Context: an optimization exercise on an open-source flow, tuned for small area, a short achievable clock period and few clock cycles. The choices shown serve that exercise and are no tape-out recipe.
In this exercise RTL edits were held to simulation tests only and were not proved equivalent to the original.

Design blade_blend, start of the top module:
module blade_blend (
    input  wire        clk,
    input  wire        rst,
    input  wire        in_valid,
    output wire        in_ready,
    input  wire [1:0]  in_kind,
    input  wire        in_last,
    input  wire [19:0] in_red,
    input  wire [19:0] in_grn,
    input  wire [19:0] in_blu,
    input  wire [19:0] in_alp,
    input  wire [2:0]  in_op,
    input  wire [19:0] in_gal,
    output reg         out_valid,
    output wire [19:0] out_red,
    output wire [19:0] out_grn,
    output wire [19:0] out_blu,
    output wire [1:0]  out_cls
);
    localparam [19:0] U1   = 20'h80000;
    localparam [19:0] MAXV = 20'hFFFFF;
    localparam [18:0] HALF = 19'h40000;
    localparam [2:0] OP_OVER = 3'd0, OP_ADD = 3'd1, OP_MUL = 3'd2, OP_SCREEN = 3'd3,
                     OP_MIN  = 3'd4, OP_MAX = 3'd5, OP_ERASE = 3'd6;
    reg        pend;           
    reg        scaled;         
    reg        prepped;        
    reg [2:0]  s_op;
    reg [1:0]  s_kind;
    reg        s_last;
    reg [19:0] s_c [0:2];      
    reg [18:0] x_c [0:2];      
    reg [19:0] s_a;            
    reg [21:0] b_c [0:2];      
    reg [19:0] b_a;            
    reg [19:0] d_c [0:2];      
    reg [19:0] d_a;            
    reg        f_supplied, f_safety, f_sealed;
    reg        r_scale, r_prep, r_blend;
    reg        r_zs, r_zs_a;   
    reg        r_ready;        
    wire load = ~pend | r_blend;
    assign in_ready = r_ready;
    wire op_minmx = (s_op == OP_MIN) | (s_op == OP_MAX);
    function [21:0] m1;
        input [19:0] x;
        begin
            m1 = {~x[19], ~x[19], ~x[19], x[18:0]};
        end
    endfunction
    wire [41:0] y_c [0:2];
    wire [39:0] y_a;
    genvar gi;
    generate
        for (gi = 0; gi < 3; gi = gi + 1) begin : lane
            wire [19:0] a  = r_blend ? d_c[gi] : s_c[gi];
  ...
clock: 26.0 ns
lec_check: 0
abc_area: 1
cap_margin: 20
core_margin: 2
core_utilization: 40
place_density: 0.6
slew_margin: 20
standard.sh (not shown) runs the stock make flow with config.mk's settings and CLKGATE_MAP_FILE= SYNTH_SCRIPT=/design/flow/synth_recipe.tcl, a recipe that flattens the netlist after the stock synthesis.
==> flow/flow/run.sh <==
#!/bin/bash
# The standard layout (standard.sh: the standard flow's own ORFS flow, standard synthesis
# unchanged), with repair_timing aiming at a setup slack margin well above 0
# so that the layout is optimised for a short achieved period (clock period
# less setup slack). The clock, the I/O delays and the SDC are unchanged.
# The margin is higher up to clock tree synthesis than after global routing,
# where a high margin mostly grows the area. Each ORFS step writes its full
# log under orfs/logs/; make's output goes to make_*.log in this folder.
set -euo pipefail
bash standard.sh SETUP_SLACK_MARGIN=19 cts > make_cts.log 2>&1
bash standard.sh SETUP_SLACK_MARGIN=18 finish > make_finish.log 2>&1
The first run went through all stages and came out clean.
Testbench counts at the start, summed over its fixed seeds: cycles 48,888.
Edit:
--- a/flow/flow/run.sh
+++ b/flow/flow/run.sh
@@ -10,2 +10,2 @@
-bash standard.sh SETUP_SLACK_MARGIN=19 cts > make_cts.log 2>&1
-bash standard.sh SETUP_SLACK_MARGIN=18 finish > make_finish.log 2>&1
+bash standard.sh SETUP_SLACK_MARGIN=17.5 cts > make_cts.log 2>&1
+bash standard.sh SETUP_SLACK_MARGIN=17 finish > make_finish.log 2>&1
Effect: Global-route usage fell by 2.0 points. First-iteration DRC count fell by 7.1%. Wire length fell by 5.2%. Count of clock-buffer cells in the layout is unchanged.

--- another note on this design; it stands on its own ---

==> lagoon: inputs <==
// blade_blend
module blade_blend (
    input  wire        clk,
    input  wire        rst,
    input  wire        in_valid,
    output wire        in_ready,
    input  wire [1:0]  in_kind,
    input  wire        in_last,
    input  wire [19:0] in_red,
    input  wire [19:0] in_grn,
    input  wire [19:0] in_blu,
    input  wire [19:0] in_alp,
    input  wire [2:0]  in_op,
    input  wire [19:0] in_gal,
    output reg         out_valid,
    output wire [19:0] out_red,
    output wire [19:0] out_grn,
    output wire [19:0] out_blu,
    output wire [1:0]  out_cls
);
==> flow/config.mk <==
export PLATFORM = sky130hd
export DESIGN_NAME = blade_blend
export DESIGN_NICKNAME = blade_blend
export VERILOG_FILES = /design/flow/design.v
export SDC_FILE = /design/flow/constraint.sdc
export NUM_CORES = 4
export LEC_CHECK = 0
export ABC_AREA = 1
export CAP_MARGIN = 20
export CORE_MARGIN = 2
export CORE_UTILIZATION = 40
export PLACE_DENSITY = 0.6
export SLEW_MARGIN = 20
==> flow/constraint.sdc <==
create_clock -name core_clock -period 26.0 [get_ports {clk}]
set_input_delay 5.2000 -clock core_clock [delete_from_list [all_inputs] [get_ports {clk}]]
set_output_delay 5.2000 -clock core_clock [all_outputs]
set_load 0.01 [all_outputs]
standard.sh (not shown) runs the stock make flow with config.mk's settings and CLKGATE_MAP_FILE= SYNTH_SCRIPT=/design/flow/synth_recipe.tcl, a recipe that flattens the netlist after the stock synthesis.
==> flow/flow/run.sh <==
#!/bin/bash
# The standard layout (standard.sh: the standard flow's own ORFS flow, standard synthesis
# unchanged), with repair_timing aiming at a setup slack margin well above 0
# so that the layout is optimised for a short achieved period (clock period
# less setup slack). The clock, the I/O delays and the SDC are unchanged.
# The margin is higher up to clock tree synthesis than after global routing,
# where a high margin mostly grows the area. Each ORFS step writes its full
# log under orfs/logs/; make's output goes to make_*.log in this folder.
set -euo pipefail
bash standard.sh SETUP_SLACK_MARGIN=18.75 cts > make_cts.log 2>&1
bash standard.sh SETUP_SLACK_MARGIN=17 finish > make_finish.log 2>&1
==> raven: changes against lagoon <==
--- a/flow/flow/run.sh
+++ b/flow/flow/run.sh
@@ -8,4 +8,4 @@
 # log under orfs/logs/; make's output goes to make_*.log in this folder.
 set -euo pipefail
-bash standard.sh SETUP_SLACK_MARGIN=18.75 cts > make_cts.log 2>&1
+bash standard.sh SETUP_SLACK_MARGIN=18.5 cts > make_cts.log 2>&1
 bash standard.sh SETUP_SLACK_MARGIN=17 finish > make_finish.log 2>&1
CORE_UTILIZATION = 55   (was 40)
PLACE_DENSITY = 0.7   (was 0.6)
==> notes.md <==
Delay of the slowest critical-path stage: lagoon 640 ps; raven 700 ps
Capture instance of the worst register-to-register path: lagoon b_c[0][5]$_DFFE_PP_; raven b_c[1][13]$_DFFE_PP_
Post-place instance area: lagoon 0.0758 mm^2; raven 0.0751 mm^2
Via total after detailed routing: lagoon 71.1k; raven 72.2k
Final setup margin: lagoon 18,460 ps; raven 17,950 ps
Met2 routing resource usage after global routing: lagoon 0.544; raven 0.676
DP Wirelength: lagoon 246 mm; raven 231 mm
Achievable frequency: lagoon 133 MHz; raven 124 MHz
Count of plain and timing-repair buffers: lagoon 473; raven 437
X dimension of the die: lagoon 428 um; raven 365 um
Antenna violations before repair: lagoon 11; raven 8
Status: lagoon finished clean; raven finished clean
End point of the critical path: lagoon b_c[0][5]$_DFFE_PP_; raven b_c[1][13]$_DFFE_PP_
Post-route insts no fill: lagoon 11.9k; raven 11.3k
Testbench counts of lagoon, summed over its fixed seeds: cycles 48,888.
Testbench counts of raven, summed over its fixed seeds: cycles 48,888.

## static timing again, ports no longer ideal
In the flow no input, the clock included, has a driving cell. The finished layouts below were timed again as built, in two steps. Step 1: set_driving_cell puts a clkbuf_16 on clk and a buf_2 on each other input, an assumption about the parent block. Step 2 adds t to the input delays and takes it off the output delays; t is the mean of the earliest and latest rising clock arrival at the registers after step 1. Input paths then give back, and output paths get back, about the clock's delay inside the block. Slacks: ideal / step 1 / step 2; pairs: ideal / step 1.
| run | t (ns) | setup WS [ns] | latest minus earliest clock arrival (ns) |
|---|---|---|---|
| the first run of note 1 | 0.740 | 18.430 / 18.430 / 18.065 | 0.020 / 0.020 |
| the second run of note 1 | 0.730 | 17.327 / 17.340 / 16.657 | 0.025 / 0.025 |
| lagoon | 0.734 | 18.455 / 18.455 / 17.919 | 0.022 / 0.021 |
| raven | 0.704 | 17.954 / 17.954 / 17.485 | 0.034 / 0.033 |
After both steps every run listed still meets setup and hold. For the second run of note 1, which loses most, drivers alone change the setup slack by +0.013 ns; drivers and shift together by -0.670 ns.
